Source: an optimization exercise on an open RTL-to-GDS flow (aim: small area, a short achievable clock period and few clock cycles). Production flows keep margins and buffers that such runs may drop.
Only simulation tests tie the RTL to the original design; equivalence was not proved.
Power is estimated from default activity; no workload was simulated.

==> inputs of garnet <==
==> flow/design.v (excerpt) <==
module tumbler_sel (
    input  wire               clk,
    input  wire               rst,
    input  wire               wr_en,
    input  wire [4:0]         wr_pos,
    input  wire signed [23:0] wr_key,
    input  wire signed [7:0]  wr_temp,
    input  wire               wr_elig,
    input  wire               wr_fb,
    input  wire               wr_activate,
    input  wire               start,
    input  wire signed [15:0] lvl_n,
    input  wire [11:0]        lvl_f,
    input  wire signed [31:0] iarm,
    input  wire [7:0]         max_swap,
    input  wire [10:0]        f_dead,
    input  wire               therm_en,
    input  wire               frac_rotate,
    input  wire [15:0]        hyst,
    input  wire [7:0]         depth,
    input  wire               rate_en,
    input  wire [23:0]        credit_add,
    input  wire signed [7:0]  t0,
    input  wire [15:0]        gain,
    input  wire [15:0]        i_db,
    output reg                ready,
    output reg                done,
    output reg  [95:0]        cmd,
    output reg                out_pol,
    output reg  [5:0]         out_m,
    output reg  [11:0]        out_f,
    output reg                dir,
    output reg                pos_clamp,
  ...
clock: 110.0 ns
lec_check: 0
cap_margin: 30
core_margin: 2
core_utilization: 50
place_density: 0.65
slew_margin: 30
run.sh (not shown) runs the stock make flow with config.mk's settings and CLKGATE_MAP_FILE= SYNTH_SCRIPT=/design/flow/synth_recipe.tcl, a recipe that flattens the netlist after the stock synthesis.
==> indigo (differences from garnet) <==
--- a/flow/design.v
+++ b/flow/design.v
@@ -93,14 +93,25 @@
                 for (k = 0; k + w < 16; k = k + 2 * w) begin
                     l[k] = l[k+w] | (e[k+w] & l[k]);
                     e[k] = e[k+w] & e[k];
                 end
             ltt16 = l[0];
         end
     endfunction
+    function automatic [26:0] add27(input [26:0] x, input [26:0] y);
+        reg c;
+        integer k;
+        begin
+            c = 1'b0;
+            for (k = 0; k < 27; k = k + 1) begin
+                add27[k] = x[k] ^ y[k] ^ c;
+                c = (x[k] & y[k]) | ((x[k] | y[k]) & c);
+            end
+        end
+    endfunction
     function automatic [24:0] add24(input [23:0] x, input [23:0] y);
         reg c;
         integer k;
         begin
             c = 1'b0;
             for (k = 0; k < 24; k = k + 1) begin
                 add24[k] = x[k] ^ y[k] ^ c;
@@ -124,33 +135,38 @@
         end
     endfunction
     reg [RW-1:0]      ek_lo  [0:NC-1];
     reg [RW-1:0]      ek_hi  [0:NC-1];
     reg signed [7:0]  temp   [0:NC-1];
     reg        [23:0] credit [0:NC-1];
     reg [NC-1:0]      elig;
+    reg [3*NC-1:0]    hist;
+    reg               cm;            
     reg [NC-1:0]      fb;
     reg [NC-1:0]      pen_ok;
     reg [15:0]        pen_gain;
     reg signed [7:0]  pen_t0;
     reg               wp_v;
     reg               rc_ph;         
     reg               wp_w;          
     reg               rc_arm;        
     reg [4:0]         rc_e;
-    reg [RW-1:0]      rc_s;
+    reg [RW-1:0]      rc_s, rc_d;
     reg [4:0]         wp_pos;
     reg [23:0]        wp_key;
     reg signed [7:0]  wp_temp;
     reg               wp_elig, wp_fb, wp_act;
     reg [7:0]         wp_dep;
     reg               busy;
+    reg               rst_r;
+    reg [15:0]        lsn;           
     reg [NC-1:0]      ins;
     reg [5:0]         ins_cnt;
     reg               fresh;         
+    reg               mp;            
     reg               pos;           
     reg               low;           
     reg signed [15:0] s_n;
     reg [11:0]        s_f;
     reg [10:0]        s_f_dead;
     reg               s_therm_en;
     reg               s_rotate;
@@ -165,40 +181,36 @@
     reg               pf_v;
     reg [4:0]         pf_p;
     reg [5:0]         cnt_pos, cnt_neg, ins_pos_cnt, ins_neg_cnt;
     reg [NC-1:0]      ins_pos0, ins_neg0;
     always @* begin
         cnt_pos = 6'd0; cnt_neg = 6'd0; ins_pos_cnt = 6'd0; ins_neg_cnt = 6'd0;
         for (i = 0; i < NC; i = i + 1) begin
-            ins_pos0[i] = elig[i] & (cmd[3*i +: 3] == C_INS_POS);
-            ins_neg0[i] = elig[i] & fb[i] & (cmd[3*i +: 3] == C_INS_NEG);
+            ins_pos0[i] = elig[i] & (hist[3*i +: 3] == C_INS_POS);
+            ins_neg0[i] = elig[i] & fb[i] & (hist[3*i +: 3] == C_INS_NEG);
             cnt_pos     = cnt_pos + {5'd0, elig[i]};
             cnt_neg     = cnt_neg + {5'd0, elig[i] & fb[i]};
             ins_pos_cnt = ins_pos_cnt + {5'd0, ins_pos0[i]};
             ins_neg_cnt = ins_neg_cnt + {5'd0, ins_neg0[i]};
         end
     end
     reg [NC-1:0] crr, av_p, av_n, cr_p, cr_n;
-    reg [5:0]    ncr_pos, ncr_neg;
     reg [6:0]    th_p0, th_p1, th_n0, th_n1;
     always @* begin
-        ncr_pos = 6'd0; ncr_neg = 6'd0;
         for (i = 0; i < NC; i = i + 1) begin
             crr[i]  = credit[i][23:16] != 8'd0;
             av_p[i] = elig[i];
             av_n[i] = elig[i] & fb[i];
             cr_p[i] = av_p[i] & crr[i];
             cr_n[i] = av_n[i] & crr[i];
-            ncr_pos = ncr_pos + {5'd0, cr_p[i]};
-            ncr_neg = ncr_neg + {5'd0, cr_n[i]};
         end
         th_p0 = {2'b00, cnt_pos[5:1]};
         th_n0 = {2'b00, cnt_neg[5:1]};
-        th_p1 = (ncr_pos == 6'd0) ? {2'b00, cnt_pos[5:1]} + 7'd1 : {2'b00, ncr_pos[5:1]};
-        th_n1 = (ncr_neg == 6'd0) ? {2'b00, cnt_neg[5:1]} + 7'd1 : {2'b00, ncr_neg[5:1]};
+        th_p1 = {2'b00, cnt_pos[5:1]};
+        th_n1 = {2'b00, cnt_neg[5:1]};
     end
     wire [5:0] mg_p  = (lvl_n[14:6] != 9'd0)    ? 6'd63 : lvl_n[5:0];
     wire [5:0] mg_n  = (lvl_n[14:6] != 9'h1ff)  ? 6'd63 : ~lvl_n[5:0];
     wire       st_flip = lvl_n[15] ? ({1'b0, mg_n} >= (rate_en ? th_n1 : th_n0))
                                    : ({1'b0, mg_p} >= (rate_en ? th_p1 : th_p0));
     reg          flip;           
     wire [NC-1:0] ins0   = pos ? ins_pos0 : ins_neg0;
@@ -266,22 +278,23 @@
     reg [RW-1:0]      rku [0:NC-1];      
     always @* begin
         for (i = 0; i < NC; i = i + 1) begin
             avail[i]   = elig[i] & (pos | fb[i]);
             outs[i]    = avail[i] & ~ins_e[i];
             has_cr[i]  = !s_rate_en || (credit[i][23:16] != 8'd0);
             has_cr2[i] = !s_rate_en || (credit[i][23:17] != 7'd0);
-            rku[i]     = (low_sel & elig[i]) ? {~ek_lo[i][RW-1], ek_lo[i][RW-2:0]}
+            rku[i]     = lsn[i/2] ? {~ek_lo[i][RW-1], ek_lo[i][RW-2:0]}
                              : {~ek_hi[i][RW-1], ek_hi[i][RW-2:0]};
         end
     end
     reg [4:0]         e_pos;
     reg               e_any;
     reg [NC-1:0]      e_oh;
     reg [RW:0]        e_k2;
+    reg [23:0]        e_key;
     reg signed [7:0]  e_temp;
     reg signed [8:0]  e_dt;
     reg [23:0]        e_pen;
     reg [RW-1:0]      e_lo, e_hi;
     wire [RW+1:0]     f_k;
     always @* begin
         e_pos = 5'd0;
@@ -289,30 +302,39 @@
         for (i = NC - 1; i >= 0; i = i - 1)
             if (!pen_ok[i]) begin
                 e_pos = i[4:0];
                 e_any = 1'b1;
             end
         for (i = 0; i < NC; i = i + 1)
             e_oh[i] = (rc_ph ? rc_e : e_pos) == i[4:0];
-        e_k2   = {rc_s[RW-1], ~rc_s[RW-1], rc_s[RW-2:0]} +
-                 {f_k[RW-1], f_k[RW-1], ~f_k[RW-2:0]};
+        e_k2   = add27({rc_s[RW-1], ~rc_s[RW-1], rc_s[RW-2:0]},
+                       {rc_d[RW-1], rc_d[RW-1], ~rc_d[RW-2:0]});
+        e_key  = wp_w ? wp_key : e_k2[24:1];
         e_temp = wp_w ? wp_temp : temp[wp_pos];
         e_dt   = $signed({e_temp[7], e_temp}) - $signed({pen_t0[7], pen_t0});
         e_pen  = (e_dt > 0) ? pen_gain * e_dt[7:0] : 24'd0;
-        e_lo   = {2'b00, e_pen} + {{(RW-24){wp_key[23]}}, wp_key};
-        e_hi   = {2'b00, e_pen} + {{(RW-24){~wp_key[23]}}, ~wp_key};
+        e_lo   = add27({3'b000, e_pen}, {{(27-24){e_key[23]}}, e_key});
+        e_hi   = add27({3'b000, e_pen}, {{(27-24){~e_key[23]}}, ~e_key});
     end
     wire wp_wr   = wp_v && wp_w;
     wire rc_p0   = !rc_ph && rc_arm && e_any && !wp_wr;
     wire rc_load = rc_ph && !wp_wr && !st_wr;
-    wire low_sel = rc_ph ? 1'b0 : (rc_arm ? 1'b1 : low);
+    wire st_low  = (st_dir == 1'b0) == !lvl_n[15];
+    wire st_lowp = (iarm[31] == 1'b0) == !lvl_n[15];
+    wire ph_nx   = !(busy && hold && pen_new) && rc_p0;
+    wire sel_nx  = ph_nx ? 1'b0 : (e_any ? 1'b1 : low);
+    reg [NC-1:0] elig_nx;
+    always @* begin
+        for (i = 0; i < NC; i = i + 1)
+            elig_nx[i] = rst_r ? 1'b0 : (wp_wr && wp_pos == i[4:0]) ? wp_elig : elig[i];
+    end
     wire [15:0] eff_gain = s_therm_en ? s_gain : 16'd0;
     wire [7:0]  eff_t0   = (s_therm_en && s_gain != 16'd0) ? s_t0 : 8'sd0;
     wire pen_new = (eff_gain != pen_gain || eff_t0 != pen_t0);
-    wire hold    = pen_new || pen_ok != {NC{1'b1}} || wp_v;
+    wire hold    = pen_new || pen_ok != {NC{1'b1}} || wp_v || mp;
     reg [NC-1:0] f_pool;
     reg          f_excl;
     always @* begin
         f_excl = s_rotate && pf_v &&
                  ((outs & ~({{(NC-1){1'b0}}, 1'b1} << pf_p)) != {NC{1'b0}});
         for (i = 0; i < NC; i = i + 1)
             f_pool[i] = outs[i] && !(f_excl && pf_p == i[4:0]);
@@ -341,75 +363,71 @@
     wire f_found = !f_k[RW+1];
     wire          swap_ok = b_found && w_found && b_cr && w_cr &&
                             margin_gt({2'b00, ~w_k[RW-1:0]}, {2'b00, b_k[RW-1:0]}, {12'd0, s_hyst});
     wire         frac_sel = (p_fp != 12'd0) && f_found;
     reg [2:0]    c_new  [0:NC-1];
     reg [1:0]    c_cost [0:NC-1];
     reg [23:0]   c_cred [0:NC-1];
-    reg          cu;
-    reg [1:0]    cu_cost [0:NC-1];
-    reg [2:0]    c_last;
+    wire         cu = cm && s_rate_en;
+    reg [2:0]    c_last, c_nw;
     reg [24:0]   c_sum;
     reg [23:0]   c_base;
     reg [7:0]    c_depth;
     always @* begin
         c_depth = (s_depth == 8'd0) ? 8'd1 : s_depth;
         for (i = 0; i < NC; i = i + 1) begin
-            c_last = cmd[3*i +: 3];
+            c_last = hist[3*i +: 3];
+            c_nw   = cmd[3*i +: 3];
             if (!elig[i])
                 c_new[i] = C_BLOCK;
             else if (ins_e[i])
                 c_new[i] = pos ? C_INS_POS : C_INS_NEG;
             else if (frac_sel && f_pos == i[4:0])
                 c_new[i] = pos ? C_FRAC_POS : C_FRAC_NEG;
             else
                 c_new[i] = C_BYPASS;
-            if (c_new[i] == C_BLOCK || c_last == C_BLOCK)
+            if (c_nw == C_BLOCK || c_last == C_BLOCK)
                 c_cost[i] = 2'd0;
-            else if (c_new[i] == C_FRAC_POS || c_new[i] == C_FRAC_NEG)
+            else if (c_nw == C_FRAC_POS || c_nw == C_FRAC_NEG)
                 c_cost[i] = 2'd2;
             else if (c_last == C_FRAC_POS || c_last == C_FRAC_NEG)
-                c_cost[i] = (c_new[i] == C_BYPASS) ? 2'd0 : 2'd1;
+                c_cost[i] = (c_nw == C_BYPASS) ? 2'd0 : 2'd1;
             else
-                c_cost[i] = (c_new[i] == c_last) ? 2'd0 : 2'd1;
+                c_cost[i] = (c_nw == c_last) ? 2'd0 : 2'd1;
             c_sum = add24(credit[i], s_credit_add);
             if (lt28({3'd0, c_depth, 16'd0}, {3'd0, c_sum}))
                 c_base = {c_depth, 16'd0};
             else
                 c_base = c_sum[23:0];
-            if (c_base[23:17] == 7'd0 && (cu_cost[i][1] || (cu_cost[i][0] && !c_base[16])))
+            if (c_base[23:17] == 7'd0 && (c_cost[i][1] || (c_cost[i][0] && !c_base[16])))
                 c_cred[i] = 24'd0;
             else
-                c_cred[i] = {dec8(c_base[23:16], cu_cost[i]), c_base[15:0]};
+                c_cred[i] = {dec8(c_base[23:16], c_cost[i]), c_base[15:0]};
         end
     end
     wire st_go    = !busy && start;
     wire st_wr    = !busy && !start && wr_en;
     wire go       = busy && !hold;
     wire do_add   = go && (cnt_e < m);
     wire do_rem   = go && !(cnt_e < m) && (cnt_e > m);
     wire do_swap  = go && (cnt_e == m) && (sw_cnt < s_max_swap) && swap_ok;
     wire do_commit = go && (cnt_e == m) && !((sw_cnt < s_max_swap) && swap_ok);
     always @(posedge clk) begin
         if (rst) begin
             busy       <= 1'b0;
             ready      <= 1'b1;
             pf_v       <= 1'b0;
-            elig       <= {NC{1'b0}};
-            fb         <= {NC{1'b0}};
             pen_ok     <= {NC{1'b1}};
             pen_gain   <= 16'd0;
             pen_t0     <= 8'sd0;
             wp_v       <= 1'b0;
             wp_w       <= 1'b0;
-            cu         <= 1'b0;
+            cm         <= 1'b0;
             rc_ph      <= 1'b0;
             rc_arm     <= 1'b0;
-            for (i = 0; i < NC; i = i + 1)
-                credit[i] <= 24'd0;
             done       <= 1'b0;
             cmd        <= 96'd0;
             out_pol    <= 1'b0;
             out_m      <= 6'd0;
             out_f      <= 12'd0;
             dir        <= 1'b0;
             pos_clamp  <= 1'b0;
@@ -431,97 +449,122 @@
             rc_arm <= e_any;
             if (st_go) begin
                 busy  <= 1'b1;
                 ready <= 1'b0;
                 dir   <= st_dir;
                 sw_cnt <= 8'd0;
             end
-            if (wp_wr) begin
-                elig[wp_pos]   <= wp_elig;
-                fb[wp_pos]     <= wp_fb;
-                if (wp_act)
-                    credit[wp_pos] <= {((wp_dep == 8'd0) ? 8'd1 : wp_dep), 16'd0};
-            end
             if (busy && hold && pen_new) begin
                 pen_gain <= eff_gain;
                 pen_t0   <= eff_t0;
-                pen_ok   <= {NC{1'b0}};
+                pen_ok   <= ~elig;
                 rc_ph    <= 1'b0;
             end
             if (do_swap)
                 sw_cnt <= sw_cnt + 8'd1;
-            cu <= do_commit && s_rate_en;
-            if (cu) begin
-                for (i = 0; i < NC; i = i + 1)
-                    if (elig[i])
-                        credit[i] <= c_cred[i];
+            cm <= do_commit;
+            if (cm) begin
+                pf_v <= frac_valid;
+                pf_p <= frac_pos;
             end
-            if (do_commit) begin
+            if (go) begin
                 for (i = 0; i < NC; i = i + 1)
                     cmd[3*i +: 3] <= c_new[i];
                 out_pol    <= !pos;
                 out_m      <= m;
                 out_f      <= p_fp;
                 pos_clamp  <= p_pos_clamp;
                 neg_clamp  <= p_neg_clamp;
                 frac_drop  <= p_frac_drop;
                 healthy    <= cnt_pos;
                 frac_valid <= frac_sel;
                 frac_pos   <= frac_sel ? f_pos : 5'd0;
-                pf_v       <= frac_sel;
-                pf_p       <= f_pos;
                 swaps      <= sw_cnt;
+            end
+            if (do_commit) begin
                 busy       <= 1'b0;
                 ready      <= 1'b1;
             end
         end
     end
     always @(posedge clk) begin
+        rst_r <= rst;
+        if (rst_r) begin
+            hist <= {3*NC{1'b0}};
+            elig <= {NC{1'b0}};
+            fb   <= {NC{1'b0}};
+            for (i = 0; i < NC; i = i + 1)
+                credit[i] <= 24'd0;
+        end else begin
+            if (cm)
+                hist <= cmd;
+            if (cu) begin
+                for (i = 0; i < NC; i = i + 1)
+                    if (elig[i])
+                        credit[i] <= c_cred[i];
+            end
+            if (wp_wr) begin
+                elig[wp_pos] <= wp_elig;
+                fb[wp_pos]   <= wp_fb;
+                if (wp_act)
+                    credit[wp_pos] <= {((wp_dep == 8'd0) ? 8'd1 : wp_dep), 16'd0};
+            end
+        end
+    end
+    always @(posedge clk) begin
+        for (i = 0; i < NC / 2; i = i + 1)
+            if (!busy)
+                lsn[i] <= st_lowp & (elig_nx[2*i] | elig_nx[2*i+1]);
+            else
+                lsn[i] <= sel_nx & (elig[2*i] | elig[2*i+1]);
+    end
+    always @(posedge clk) begin
         if (wp_v) begin
             ek_lo[wp_pos] <= e_lo;
             ek_hi[wp_pos] <= e_hi;
         end
         if (!rc_ph) begin
             rc_e <= e_pos;
             rc_s <= f_k[RW-1:0];
         end
         if (wp_wr)
             temp[wp_pos] <= wp_temp;
-        if (do_commit)
-            for (i = 0; i < NC; i = i + 1)
-                cu_cost[i] <= c_cost[i];
         wp_temp <= wr_temp;
         wp_elig <= wr_elig;
         wp_fb   <= wr_fb;
         wp_act  <= wr_activate;
         wp_dep  <= depth;
+        if (rc_ph)
+            rc_d <= f_k[RW-1:0];
         if (rc_load) begin
             wp_pos <= rc_e;
-            wp_key <= e_k2[24:1];
         end else begin
             wp_pos <= wr_pos;
             wp_key <= wr_key;
         end
         if (!busy) begin
             flip         <= st_flip;
             pos          <= !lvl_n[15];
-            low          <= (st_dir == 1'b0) == !lvl_n[15];
+            low          <= st_low;
+            mp           <= st_lowp != st_low;
             s_n          <= lvl_n;
             s_f          <= lvl_f;
             s_f_dead     <= f_dead;
             s_therm_en   <= therm_en;
             s_rotate     <= frac_rotate;
             s_hyst       <= hyst;
             s_max_swap   <= max_swap;
             s_depth      <= depth;
             s_rate_en    <= rate_en;
             s_credit_add <= credit_add;
             s_t0         <= t0;
             s_gain       <= gain;
         end
+        if (busy)
+            mp <= 1'b0;
         if (!busy)
             fresh <= 1'b1;
         else if (go)
             fresh <= 1'b0;
         if (go) begin
             for (i = 0; i < NC; i = i + 1)
                 ins[i] <= (ins_e[i] || ((do_add || do_swap) && b_pos == i[4:0])) &&
==> flow/flow/run.sh (new file) <==
#!/bin/bash
set -euo pipefail
export SETUP_SLACK_MARGIN=86
export MAX_REPAIR_ANTENNAS_ITER_DRT=20
bash standard.sh > standard.log 2>&1
==> flow/standard.sh (new file) <==
#!/bin/bash
# synth_recipe.tcl (not shown) runs the flow's synth.tcl, then flattens the netlist and writes it again
# the make line also repeats each setting of config.mk as NAME=value (left out here)
make -C /OpenROAD-flow-scripts/flow DESIGN_CONFIG=/design/flow/config.mk WORK_HOME=/design/flow/orfs CLKGATE_MAP_FILE= SYNTH_SCRIPT=/design/flow/synth_recipe.tcl "${@:-finish}"
removed: flow/run.sh
==> fjord (differences from garnet) <==
--- a/flow/design.v
+++ b/flow/design.v
@@ -19,15 +19,15 @@
     input  wire [15:0]        hyst,
     input  wire [7:0]         depth,
     input  wire               rate_en,
     input  wire [23:0]        credit_add,
     input  wire signed [7:0]  t0,
     input  wire [15:0]        gain,
     input  wire [15:0]        i_db,
-    output reg                ready,
+    output wire               ready,
     output reg                done,
     output reg  [95:0]        cmd,
     output reg                out_pol,
     output reg  [5:0]         out_m,
     output reg  [11:0]        out_f,
     output reg                dir,
     output reg                pos_clamp,
@@ -157,17 +157,15 @@
     reg [15:0]        s_hyst;
     reg [7:0]         s_max_swap;
     reg [7:0]         s_depth;
     reg               s_rate_en;
     reg [23:0]        s_credit_add;
     reg signed [7:0]  s_t0;
     reg [15:0]        s_gain;
-    reg [7:0]         sw_cnt;
-    reg               pf_v;
-    reg [4:0]         pf_p;
+    assign ready = !busy;
     reg [5:0]         cnt_pos, cnt_neg, ins_pos_cnt, ins_neg_cnt;
     reg [NC-1:0]      ins_pos0, ins_neg0;
     always @* begin
         cnt_pos = 6'd0; cnt_neg = 6'd0; ins_pos_cnt = 6'd0; ins_neg_cnt = 6'd0;
         for (i = 0; i < NC; i = i + 1) begin
             ins_pos0[i] = elig[i] & (cmd[3*i +: 3] == C_INS_POS);
             ins_neg0[i] = elig[i] & fb[i] & (cmd[3*i +: 3] == C_INS_NEG);
@@ -308,18 +306,18 @@
     wire [15:0] eff_gain = s_therm_en ? s_gain : 16'd0;
     wire [7:0]  eff_t0   = (s_therm_en && s_gain != 16'd0) ? s_t0 : 8'sd0;
     wire pen_new = (eff_gain != pen_gain || eff_t0 != pen_t0);
     wire hold    = pen_new || pen_ok != {NC{1'b1}} || wp_v;
     reg [NC-1:0] f_pool;
     reg          f_excl;
     always @* begin
-        f_excl = s_rotate && pf_v &&
-                 ((outs & ~({{(NC-1){1'b0}}, 1'b1} << pf_p)) != {NC{1'b0}});
+        f_excl = s_rotate && frac_valid &&
+                 ((outs & ~({{(NC-1){1'b0}}, 1'b1} << frac_pos)) != {NC{1'b0}});
         for (i = 0; i < NC; i = i + 1)
-            f_pool[i] = outs[i] && !(f_excl && pf_p == i[4:0]);
+            f_pool[i] = outs[i] && !(f_excl && frac_pos == i[4:0]);
     end
     wire [NC*RW-1:0] rk_flat;
     genvar g;
     generate
         for (g = 0; g < NC; g = g + 1) begin : g_keys
             assign rk_flat[g*RW +: RW] = rku[g];
         end
@@ -341,16 +339,14 @@
     wire f_found = !f_k[RW+1];
     wire          swap_ok = b_found && w_found && b_cr && w_cr &&
                             margin_gt({2'b00, ~w_k[RW-1:0]}, {2'b00, b_k[RW-1:0]}, {12'd0, s_hyst});
     wire         frac_sel = (p_fp != 12'd0) && f_found;
     reg [2:0]    c_new  [0:NC-1];
     reg [1:0]    c_cost [0:NC-1];
     reg [23:0]   c_cred [0:NC-1];
-    reg          cu;
-    reg [1:0]    cu_cost [0:NC-1];
     reg [2:0]    c_last;
     reg [24:0]   c_sum;
     reg [23:0]   c_base;
     reg [7:0]    c_depth;
     always @* begin
         c_depth = (s_depth == 8'd0) ? 8'd1 : s_depth;
         for (i = 0; i < NC; i = i + 1) begin
@@ -372,40 +368,37 @@
             else
                 c_cost[i] = (c_new[i] == c_last) ? 2'd0 : 2'd1;
             c_sum = add24(credit[i], s_credit_add);
             if (lt28({3'd0, c_depth, 16'd0}, {3'd0, c_sum}))
                 c_base = {c_depth, 16'd0};
             else
                 c_base = c_sum[23:0];
-            if (c_base[23:17] == 7'd0 && (cu_cost[i][1] || (cu_cost[i][0] && !c_base[16])))
+            if (c_base[23:17] == 7'd0 && (c_cost[i][1] || (c_cost[i][0] && !c_base[16])))
                 c_cred[i] = 24'd0;
             else
-                c_cred[i] = {dec8(c_base[23:16], cu_cost[i]), c_base[15:0]};
+                c_cred[i] = {dec8(c_base[23:16], c_cost[i]), c_base[15:0]};
         end
     end
     wire st_go    = !busy && start;
     wire st_wr    = !busy && !start && wr_en;
     wire go       = busy && !hold;
     wire do_add   = go && (cnt_e < m);
     wire do_rem   = go && !(cnt_e < m) && (cnt_e > m);
-    wire do_swap  = go && (cnt_e == m) && (sw_cnt < s_max_swap) && swap_ok;
-    wire do_commit = go && (cnt_e == m) && !((sw_cnt < s_max_swap) && swap_ok);
+    wire do_swap  = go && (cnt_e == m) && (swaps < s_max_swap) && swap_ok;
+    wire do_commit = go && (cnt_e == m) && !((swaps < s_max_swap) && swap_ok);
     always @(posedge clk) begin
         if (rst) begin
             busy       <= 1'b0;
-            ready      <= 1'b1;
-            pf_v       <= 1'b0;
             elig       <= {NC{1'b0}};
             fb         <= {NC{1'b0}};
             pen_ok     <= {NC{1'b1}};
             pen_gain   <= 16'd0;
             pen_t0     <= 8'sd0;
             wp_v       <= 1'b0;
             wp_w       <= 1'b0;
-            cu         <= 1'b0;
             rc_ph      <= 1'b0;
             rc_arm     <= 1'b0;
             for (i = 0; i < NC; i = i + 1)
                 credit[i] <= 24'd0;
             done       <= 1'b0;
             cmd        <= 96'd0;
             out_pol    <= 1'b0;
@@ -427,72 +420,61 @@
                 pen_ok[wp_pos] <= 1'b1;
             if (rc_load)
                 pen_ok[rc_e] <= 1'b1;
             rc_ph  <= rc_p0;
             rc_arm <= e_any;
             if (st_go) begin
                 busy  <= 1'b1;
-                ready <= 1'b0;
                 dir   <= st_dir;
-                sw_cnt <= 8'd0;
+                swaps <= 8'd0;
             end
             if (wp_wr) begin
                 elig[wp_pos]   <= wp_elig;
                 fb[wp_pos]     <= wp_fb;
                 if (wp_act)
                     credit[wp_pos] <= {((wp_dep == 8'd0) ? 8'd1 : wp_dep), 16'd0};
             end
             if (busy && hold && pen_new) begin
                 pen_gain <= eff_gain;
                 pen_t0   <= eff_t0;
                 pen_ok   <= {NC{1'b0}};
                 rc_ph    <= 1'b0;
             end
             if (do_swap)
-                sw_cnt <= sw_cnt + 8'd1;
-            cu <= do_commit && s_rate_en;
-            if (cu) begin
-                for (i = 0; i < NC; i = i + 1)
-                    if (elig[i])
-                        credit[i] <= c_cred[i];
-            end
+                swaps <= swaps + 8'd1;
             if (do_commit) begin
-                for (i = 0; i < NC; i = i + 1)
+                for (i = 0; i < NC; i = i + 1) begin
                     cmd[3*i +: 3] <= c_new[i];
+                    if (elig[i] && s_rate_en)
+                        credit[i] <= c_cred[i];
+                end
                 out_pol    <= !pos;
                 out_m      <= m;
                 out_f      <= p_fp;
                 pos_clamp  <= p_pos_clamp;
                 neg_clamp  <= p_neg_clamp;
                 frac_drop  <= p_frac_drop;
                 healthy    <= cnt_pos;
                 frac_valid <= frac_sel;
                 frac_pos   <= frac_sel ? f_pos : 5'd0;
-                pf_v       <= frac_sel;
-                pf_p       <= f_pos;
-                swaps      <= sw_cnt;
                 busy       <= 1'b0;
-                ready      <= 1'b1;
             end
         end
     end
     always @(posedge clk) begin
         if (wp_v) begin
             ek_lo[wp_pos] <= e_lo;
             ek_hi[wp_pos] <= e_hi;
         end
         if (!rc_ph) begin
             rc_e <= e_pos;
             rc_s <= f_k[RW-1:0];
         end
         if (wp_wr)
             temp[wp_pos] <= wp_temp;
-        if (do_commit)
-            for (i = 0; i < NC; i = i + 1)
-                cu_cost[i] <= c_cost[i];
         wp_temp <= wr_temp;
         wp_elig <= wr_elig;
         wp_fb   <= wr_fb;
         wp_act  <= wr_activate;
         wp_dep  <= depth;
         if (rc_load) begin
             wp_pos <= rc_e;
==> flow/config.mk (replaced) <==
export PLATFORM = sky130hd
export DESIGN_NAME = tumbler_sel
export DESIGN_NICKNAME = tumbler_sel
export VERILOG_FILES = /design/flow/design.v
export SDC_FILE = /design/flow/constraint.sdc
export NUM_CORES = 8
export LEC_CHECK = 0
export CAP_MARGIN = 20
export CORE_MARGIN = 2
export CORE_UTILIZATION = 50
export PLACE_DENSITY = 0.65
export SLEW_MARGIN = 20
==> summary of the runs <==
Between indigo and garnet, the lower combinational power is in indigo (gap 17%, measured against garnet). Of fjord and garnet, fjord has the higher core utilization (gap 0.11 points). Between fjord and garnet, the lower clock skew is in garnet (gap 27 ps). In garnet the total power is higher than in indigo, by 6.3%. Of fjord and indigo, indigo has the higher routed wire length (gap 1.1%, measured against indigo). Critical path depth: fjord is higher than indigo (54). Sequential power: fjord is smaller than indigo (about 8%). Synthesized cell count: fjord is smaller than garnet (0.36%). Synthesized area: indigo > garnet > fjord. Sequential cell count: fjord < garnet < indigo. Sequential share of layout area, lowest first: fjord, indigo, garnet. garnet passed the timing, DRC and antenna checks. fjord completed without violations. indigo produced a clean layout.
Testbench counts of garnet, summed over its fixed seeds: cycles 8,015.
Testbench counts of indigo, summed over its fixed seeds: cycles 8,000.
Testbench counts of fjord, summed over its fixed seeds: cycles 8,016.

==> port drivers added, routing unchanged <==
In the flow no input, the clock included, has a driving cell. The finished layouts below were timed again as built, in two steps. Step 1, drivers: a clkbuf_16 drives clk and a buf_2 each remaining input, both assumed. Step 2 times the ports against the registers' clock, not the clock port: input delays grow and output delays shrink by t, the midpoint of the rising clock arrivals with the driver on. a / b / c = ideal ports / drivers / drivers and shift; a / b = the first two.
run	shift t [ns]	setup slack, ns	worst data-port slew with drivers (ns)
garnet	1.163	82.435 / 82.435 / 82.435	0.12
indigo	1.210	85.940 / 85.817 / 84.816	0.25
fjord	1.167	82.542 / 82.542 / 82.542	0.34
After both steps setup and hold are still met in every run listed. The setup slack of indigo, which loses most, moves by -0.123 ns with the drivers and by -1.124 ns with both steps.
